This is an optimization exercise on Yosys and OpenROAD, whose aim is small area, a short achievable clock period and few clock cycles per item, not a production implementation.
At most, simulation tests tie the RTL to the original design; equivalence was not proved.
Power figures rest on the tool's default switching activity, not on a simulated workload.

==> flow/design.v <==
module fp32_divsqrt (
    input  wire        clk,
    input  wire        rst,
    input  wire        in_valid,
    output wire        in_ready,
    input  wire        in_op,         
    input  wire [31:0] in_a,
    input  wire [31:0] in_b,
    output reg         out_valid,
    output wire [31:0] out_result,
    output wire [3:0]  out_flags      
);
    reg               busy;
    reg               op_r;
    reg               sign_r;
    reg        [4:0]  cnt;
    reg               first;      
    reg               last;       
    reg        [8:0]  exp_r;      
    reg        [25:1] W;
    reg        [24:0] D;          
    reg        [24:0] Q;
    reg        [3:0]  flg;
    assign in_ready   = !busy;
    assign out_result = {sign_r, exp_r[7:0], Q[22:0]};
    assign out_flags  = flg;
    wire [22:0] fa = in_a[22:0];
    wire [25:0] w_load = !in_op    ? {2'b01, fa, 1'b0} :
                         in_a[23]  ? {2'b00, fa, 1'b0} :
                                     {fa[22], !fa[22], fa[21:0], 2'b00};
    wire [24:0] d_load = in_op ? 25'd0 : {in_b[22:0], 2'b00};
    wire [7:0]  eb_in  = in_b[30:23];
    wire [24:0] q_load = {16'd0, eb_in[0], eb_in[1], eb_in[2], eb_in[3],
                          eb_in[4], eb_in[5], eb_in[6], eb_in[7], 1'b1};
    wire [8:0]  e_load = in_op ? {in_a[23], 1'b0, in_a[30:24]} : {1'b0, in_a[30:23]};
    wire [4:0]  c_load = in_op ? 5'd23 : 5'd25;
    wire [26:0] S    = {W[25:1], 2'b00};
    wire [25:0] dec  = {25'd0, op_r} << cnt;
    wire [26:0] T    = {1'b0, 1'b1, D | dec[24:0]};
    wire        ci   = !last | Q[0];
    wire [26:0] a_g  = S & ~T;
    wire [26:0] a_p  = S ^ ~T;
    wire [26:0] bg [0:8];
    wire [26:0] bp [0:8];
    assign bg[0] = {a_g[26:1], a_g[0] | (a_p[0] & ci)};
    assign bp[0] = a_p;
    genvar gk, gj;
    generate for (gk = 0; gk < 8; gk = gk + 1) begin : g_bk
        localparam integer SP = (gk < 4) ? (1 << gk) : (1 << (7 - gk));
        for (gj = 0; gj < 27; gj = gj + 1) begin : g_b
            if ((gk < 4) ? (((gj + 1) % (2 * SP)) == 0)
                         : ((((gj + 1) % (2 * SP)) == SP) && (gj > SP))) begin : g_op
                assign bg[gk+1][gj] = bg[gk][gj] | (bp[gk][gj] & bg[gk][gj-SP]);
                assign bp[gk+1][gj] = bp[gk][gj] & bp[gk][gj-SP];
            end else begin : g_pass
                assign bg[gk+1][gj] = bg[gk][gj];
                assign bp[gk+1][gj] = bp[gk][gj];
            end
        end
    end endgenerate
    wire [27:0] sum  = {bg[8][26], a_p ^ {bg[8][25:0], ci}};
    wire        s    = bg[8][26];
    wire [25:1] w_nx = s ? sum[25:1] : S[25:1];
    wire [24:0] d_nx = D | ({dec[23:0], 1'b0} & {25{s}});
    wire [4:0]  cnt_nx = cnt - 5'd1 - {4'd0, !op_r && cnt == 5'd15 && Q[9]};
    wire        inc = s;
    wire [22:0] ones;
    assign ones[0] = 1'b1;
    genvar gi;
    generate for (gi = 1; gi < 23; gi = gi + 1) begin : g_ones
        assign ones[gi] = ones[gi-1] & Q[gi-1];
    end endgenerate
    wire        carry  = inc & ones[22] & Q[22];
    wire [22:0] frac_r = Q[22:0] ^ (ones & {23{inc}});
    wire        x_big  = (exp_r >= 9'd384);
    wire        x_383  = (exp_r == 9'd383);
    wire        x_le129 = (exp_r <= 9'd129);
    wire        x_129  = (exp_r == 9'd129);
    wire        clamp  = x_big || x_le129;
    wire        r_ovf  = x_big || (x_383 && carry);
    wire        r_unf  = (x_le129 && !x_129) || (x_129 && !carry);
    wire [7:0]  x_dec  = exp_r[7:0] - 8'd1;
    wire [7:0]  x_inc  = x_dec + {7'd0, carry};
    wire [7:0]  r_exp  = r_ovf ? 8'hFF : r_unf ? 8'h00 : {!x_inc[7], x_inc[6:0]};
    wire [22:0] r_frac = clamp ? 23'd0 : frac_r;
    wire       ea0    = exp_r[8];           
    wire [7:0] eb     = Q[8:1];             
    wire       a_frnz = (|W[23:2]) | ((op_r && !ea0) ? W[25] : W[1]);
    wire       b_frnz = |D[24:2];
    wire       a_zero = (exp_r[7:0] == 8'd0) && !(op_r && ea0);
    wire       b_zero = (eb == 8'd0);
    wire       a_max  = (exp_r[6:0] == 7'h7F) && (op_r ? ea0 : exp_r[7]);
    wire       b_max  = (eb == 8'hFF);
    wire       a_inf  = a_max & !a_frnz;
    wire       b_inf  = b_max & !b_frnz;
    wire       a_nan  = a_max & a_frnz;
    wire       b_nan  = b_max & b_frnz;
    reg        sp_hit;
    reg        sp_nan;      
    reg        sp_inf;      
    reg [3:0]  sp_flg;
    always @(*) begin
        sp_hit = 1'b1;
        sp_nan = 1'b0;
        sp_inf = 1'b0;
        sp_flg = 4'b0000;
        if (!op_r) begin
            if (a_nan || b_nan) begin
                sp_nan = 1'b1;
            end else if ((a_zero && b_zero) || (a_inf && b_inf)) begin
                sp_nan = 1'b1;
                sp_flg = 4'b0100;
            end else if (b_zero) begin
                sp_inf = 1'b1;
                if (!a_inf) sp_flg = 4'b1000;
            end else if (a_inf) begin
                sp_inf = 1'b1;
            end else if (b_inf || a_zero) begin
                sp_inf = 1'b0;
            end else begin
                sp_hit = 1'b0;
            end
        end else begin
            if (a_nan) begin
                sp_nan = 1'b1;
            end else if (a_zero) begin
                sp_inf = 1'b0;
            end else if (sign_r) begin
                sp_nan = 1'b1;
                sp_flg = 4'b0100;
            end else if (a_inf) begin
                sp_inf = 1'b1;
            end else begin
                sp_hit = 1'b0;
            end
        end
    end
    wire sp = first && sp_hit;
    wire       e_ser = (cnt[4:3] == 2'b10);
    wire       e_y   = op_r ? (cnt[4:1] == 4'b1000) : !Q[10];
    wire       e_a   = exp_r[0];
    wire       e_c   = exp_r[8];
    wire       e_s   = e_a ^ e_y ^ e_c;
    wire       e_co  = (e_a & e_y) | (e_a & e_c) | (e_y & e_c);
    always @(posedge clk) begin
        if (rst) begin
            busy      <= 1'b0;
            out_valid <= 1'b0;
        end else if (!busy) begin
            busy      <= in_valid;
            out_valid <= 1'b0;
        end else begin
            busy      <= !(sp || last);
            out_valid <= sp || last;
        end
    end
    always @(posedge clk) begin
        flg <= sp ? sp_flg : {2'b00, r_unf, r_ovf};
        if (!busy) begin
            op_r   <= in_op;
            sign_r <= in_a[31] ^ (in_b[31] & !in_op);
            cnt    <= c_load;
            first  <= 1'b1;
            last   <= 1'b0;
            exp_r  <= e_load;
            W      <= w_load[25:1];
            D      <= d_load;
            Q      <= q_load;
        end else begin
            cnt    <= cnt_nx;
            first  <= 1'b0;
            last   <= (cnt_nx == 5'd0);
            W      <= w_nx;
            D      <= d_nx;
            if (sp) begin
                Q[22:0]    <= {sp_nan, 22'd0};
                exp_r[7:0] <= (sp_nan || sp_inf) ? 8'hFF : 8'h00;
                if (sp_nan) sign_r <= 1'b0;
            end else if (last) begin
                Q[22:0]    <= r_frac;
                exp_r[7:0] <= r_exp;
            end else begin
                Q <= {Q[23:0], s};
                if (e_ser)                     exp_r <= {e_co, e_s, exp_r[7:1]};
                else if (cnt == 5'd24)         exp_r[8] <= Q[0];
            end
        end
    end
endmodule
clock: 10.0 ns
lec_check: 0
cap_margin: 20
core_margin: 2
core_utilization: 40
place_density: 0.5
slew_margin: 20
standard.sh (not shown) runs the stock make flow with config.mk's settings and CLKGATE_MAP_FILE= SYNTH_SCRIPT=/design/flow/synth_recipe.tcl, a recipe that flattens the netlist after the stock synthesis.
==> flow/flow/run.sh <==
#!/bin/bash
# Own layout flow: the standard synthesis, its combinational logic re-mapped
# for area (registers untouched), then the standard layout steps with timing
# repair aimed below the clock period.
set -euo pipefail
MARGIN=6.75
R=orfs/results/$FLOW_PLATFORM/fp32_divsqrt/base
bash standard.sh synth > synth_standard.log 2>&1
bash flow/resyn.sh $R flow > resyn.log 2>&1
rm -f $R/1_synth.odb $R/1_synth.sdc
bash standard.sh synth > synth_odb.log 2>&1
bash standard.sh SETUP_SLACK_MARGIN=$MARGIN BUFFER_PORTS_ARGS="-buffer_cell sky130_fd_sc_hd__buf_1" CTS_ARGS="-sink_clustering_enable -repair_clock_nets -dont_use_dummy_load -buf_list sky130_fd_sc_hd__clkbuf_8" finish > layout.log 2>&1
Other scripts of this flow, unchanged in this note and not shown: flow/flow/abc.constr, flow/flow/minilib.py, flow/flow/resyn.abc, flow/flow/resyn.sh
Change:
--- a/flow/design.v
+++ b/flow/design.v
@@ -26,19 +26,18 @@
     assign out_flags  = flg;
     wire [22:0] fa = in_a[22:0];
     wire [25:0] w_load = !in_op    ? {2'b01, fa, 1'b0} :
                          in_a[23]  ? {2'b00, fa, 1'b0} :
                                      {fa[22], !fa[22], fa[21:0], 2'b00};
-    wire [24:0] d_load = in_op ? 25'd0 : {in_b[22:0], 2'b00};
+    wire [24:0] d_load = in_op ? 25'h0800000 : {in_b[22:0], 2'b00};
     wire [7:0]  eb_in  = in_b[30:23];
     wire [24:0] q_load = {16'd0, eb_in[0], eb_in[1], eb_in[2], eb_in[3],
                           eb_in[4], eb_in[5], eb_in[6], eb_in[7], 1'b1};
     wire [8:0]  e_load = in_op ? {in_a[23], 1'b0, in_a[30:24]} : {1'b0, in_a[30:23]};
     wire [4:0]  c_load = in_op ? 5'd23 : 5'd25;
     wire [26:0] S    = {W[25:1], 2'b00};
-    wire [25:0] dec  = {25'd0, op_r} << cnt;
-    wire [26:0] T    = {1'b0, 1'b1, D | dec[24:0]};
+    wire [26:0] T    = {1'b0, 1'b1, D};
     wire        ci   = !last | Q[0];
     wire [26:0] a_g  = S & ~T;
     wire [26:0] a_p  = S ^ ~T;
     wire [26:0] bg [0:8];
     wire [26:0] bp [0:8];
@@ -59,11 +58,12 @@
         end
     end endgenerate
     wire [27:0] sum  = {bg[8][26], a_p ^ {bg[8][25:0], ci}};
     wire        s    = bg[8][26];
     wire [25:1] w_nx = s ? sum[25:1] : S[25:1];
-    wire [24:0] d_nx = D | ({dec[23:0], 1'b0} & {25{s}});
+    wire [25:0] dec  = {25'd0, op_r} << cnt;
+    wire [24:0] d_nx = (D & ~dec[24:0]) | ({dec[23:0], 1'b0} & {25{s}}) | dec[25:1];
     wire [4:0]  cnt_nx = cnt - 5'd1 - {4'd0, !op_r && cnt == 5'd15 && Q[9]};
     wire        inc = s;
     wire [22:0] ones;
     assign ones[0] = 1'b1;
     genvar gi;
What happened:
- The new run passed the timing, DRC and antenna checks
- setup slack gains 0.66 ns
- die area decreases by 1.8%
- fmax came out higher by 21%
- global-route usage went down by 2.0 points
- cell count went down by 6.4%
- hold slack got worse by 0.024 ns
- clock power barely changes
- total power decreases by 10%
- area after synthesis is lower by 1.8%
Testbench counts after the change, summed over its fixed seeds: cycles 62,573, ops 2,400.
The RTL of the first run of this note was laid out without a check of its function.

========
== the previous run ==
fp32_divsqrt, a different RTL version from the one above (not shown whole).
For scale: ~880 cells after synthesis.
clock: 10.0 ns
lec_check: 0
cap_margin: 20
core_margin: 2
core_utilization: 40
slew_margin: 20
==> flow/flow/run.sh <==
#!/bin/bash
# Own layout flow: the standard synthesis, its combinational logic re-mapped
# for area (registers untouched), then the standard layout steps with timing
# repair aimed below the clock period.
set -euo pipefail
MARGIN=6.5
R=orfs/results/$FLOW_PLATFORM/fp32_divsqrt/base
bash standard.sh synth > synth_standard.log 2>&1
bash flow/resyn.sh $R flow > resyn.log 2>&1
rm -f $R/1_synth.odb $R/1_synth.sdc
bash standard.sh synth > synth_odb.log 2>&1
bash standard.sh SETUP_SLACK_MARGIN=$MARGIN BUFFER_PORTS_ARGS="-buffer_cell sky130_fd_sc_hd__buf_1" finish > layout.log 2>&1
Other scripts of this flow, unchanged in this note and not shown: flow/flow/abc.constr, flow/flow/minilib.py, flow/flow/resyn.abc, flow/flow/resyn.sh
Relative to the previous run, the following input files were edited for the current run:
diff --git a/flow/design.v b/flow/design.v
--- a/flow/design.v
+++ b/flow/design.v
@@ -33,36 +33,16 @@
     wire [24:0] q_load = {16'd0, eb_in[0], eb_in[1], eb_in[2], eb_in[3],
                           eb_in[4], eb_in[5], eb_in[6], eb_in[7], 1'b1};
     wire [8:0]  e_load = in_op ? {in_a[23], 1'b0, in_a[30:24]} : {1'b0, in_a[30:23]};
     wire [4:0]  c_load = in_op ? 5'd23 : 5'd25;
     wire [26:0] S    = {W[25:1], 2'b00};
     wire [26:0] T    = {1'b0, 1'b1, D};
     wire        ci   = !last | Q[0];
-    wire [26:0] a_g  = S & ~T;
-    wire [26:0] a_p  = S ^ ~T;
-    wire [26:0] bg [0:8];
-    wire [26:0] bp [0:8];
-    assign bg[0] = {a_g[26:1], a_g[0] | (a_p[0] & ci)};
-    assign bp[0] = a_p;
-    genvar gk, gj;
-    generate for (gk = 0; gk < 8; gk = gk + 1) begin : g_bk
-        localparam integer SP = (gk < 4) ? (1 << gk) : (1 << (7 - gk));
-        for (gj = 0; gj < 27; gj = gj + 1) begin : g_b
-            if ((gk < 4) ? (((gj + 1) % (2 * SP)) == 0)
-                         : ((((gj + 1) % (2 * SP)) == SP) && (gj > SP))) begin : g_op
-                assign bg[gk+1][gj] = bg[gk][gj] | (bp[gk][gj] & bg[gk][gj-SP]);
-                assign bp[gk+1][gj] = bp[gk][gj] & bp[gk][gj-SP];
-            end else begin : g_pass
-                assign bg[gk+1][gj] = bg[gk][gj];
-                assign bp[gk+1][gj] = bp[gk][gj];
-            end
-        end
-    end endgenerate
-    wire [27:0] sum  = {bg[8][26], a_p ^ {bg[8][25:0], ci}};
-    wire        s    = bg[8][26];
+    wire [27:0] sum  = {1'b0, S} + {1'b0, ~T} + {27'd0, ci};
+    wire        s    = sum[27];
     wire [25:1] w_nx = s ? sum[25:1] : S[25:1];
     wire [25:0] dec  = {25'd0, op_r} << cnt;
     wire [24:0] d_nx = (D & ~dec[24:0]) | ({dec[23:0], 1'b0} & {25{s}}) | dec[25:1];
     wire [4:0]  cnt_nx = cnt - 5'd1 - {4'd0, !op_r && cnt == 5'd15 && Q[9]};
     wire        inc = s;
     wire [22:0] ones;
     assign ones[0] = 1'b1;
@@ -73,25 +53,19 @@
     wire        carry  = inc & ones[22] & Q[22];
     wire [22:0] frac_r = Q[22:0] ^ (ones & {23{inc}});
     wire        x_big  = (exp_r >= 9'd384);
     wire        x_383  = (exp_r == 9'd383);
     wire        x_le129 = (exp_r <= 9'd129);
     wire        x_129  = (exp_r == 9'd129);
     wire        clamp  = x_big || x_le129;
+    wire        r_ovf  = x_big || (x_383 && carry);
+    wire        r_unf  = (x_le129 && !x_129) || (x_129 && !carry);
     wire [7:0]  x_dec  = exp_r[7:0] - 8'd1;
-    wire [7:0]  x_inc  = x_dec + 8'd1;
-    wire        ovf0   = x_big;
-    wire        ovf1   = x_big || x_383;
-    wire        unf0   = x_le129;
-    wire        unf1   = x_le129 && !x_129;
-    wire [7:0]  e0     = ovf0 ? 8'hFF : unf0 ? 8'h00 : {!x_dec[7], x_dec[6:0]};
-    wire [7:0]  e1     = ovf1 ? 8'hFF : unf1 ? 8'h00 : {!x_inc[7], x_inc[6:0]};
-    wire        r_ovf  = carry ? ovf1 : ovf0;
-    wire        r_unf  = carry ? unf1 : unf0;
-    wire [7:0]  r_exp  = carry ? e1 : e0;
+    wire [7:0]  x_inc  = x_dec + {7'd0, carry};
+    wire [7:0]  r_exp  = r_ovf ? 8'hFF : r_unf ? 8'h00 : {!x_inc[7], x_inc[6:0]};
     wire [22:0] r_frac = clamp ? 23'd0 : frac_r;
     wire       ea0    = exp_r[8];           
     wire [7:0] eb     = Q[8:1];             
     wire       a_frnz = (|W[23:2]) | ((op_r && !ea0) ? W[25] : W[1]);
     wire       b_frnz = |D[24:2];
     wire       a_zero = (exp_r[7:0] == 8'd0) && !(op_r && ea0);
     wire       b_zero = (eb == 8'd0);
==> run summary <==
Of the current run and the previous run, the run reporting the higher post-synthesis average cell area was the current run. Going from the previous run to the current run, the worst hold slack was found to have gone up by 0.0083 ns. On standby leakage power, the previous run beats the current run. The current run was carried through to the last stage, and its layout satisfied the timing, DRC and antenna checks. Later-pin clock latency in the skew report: the previous run vs the current run — no meaningful difference. Of the current run and the previous run, the run reporting the lower final area was the previous run. Looking at number of placed instances with taps included, the current run sits 28 below the previous run. Re combinational power: the previous run was lower than the current run. Looking at netlist area before placement across the current run and the previous run, the one that comes out lower is the current run.
No functional check of the RTL was part of any run of this note.

==> afterwards: timing with drivers on the ports <==
The results above use ideal ports. As a check the final layouts listed here were re-extracted and re-timed, cells and wires unchanged.
Step 1 assumes that a clkbuf_16 drives the clock port and a buf_2 every other input.
Step 2 times the ports against the registers' clock, not the clock port: input delays grow and output delays shrink by t, the midpoint of the rising clock arrivals with the driver on.
a / b / c = ideal / step 1 / step 2; a / b = the first two.
run | t, ns | setup slack, ns | slew at the worst register clock pin (ns)
the first run of note 1 | 0.425 | 6.216 / 6.216 / 6.216 | 0.11 / 0.11
the second run of note 1 | 0.420 | 6.871 / 6.832 / 6.568 | 0.11 / 0.11
the previous run | 0.401 | 6.663 / 6.663 / 6.660 | 0.07 / 0.07
the current run | 0.404 | 6.599 / 6.599 / 6.237 | 0.08 / 0.08
After both steps setup and hold are still met in every run listed. The setup slack of the current run, which loses most, moves by 0.000 ns with the drivers and by -0.362 ns with both steps.
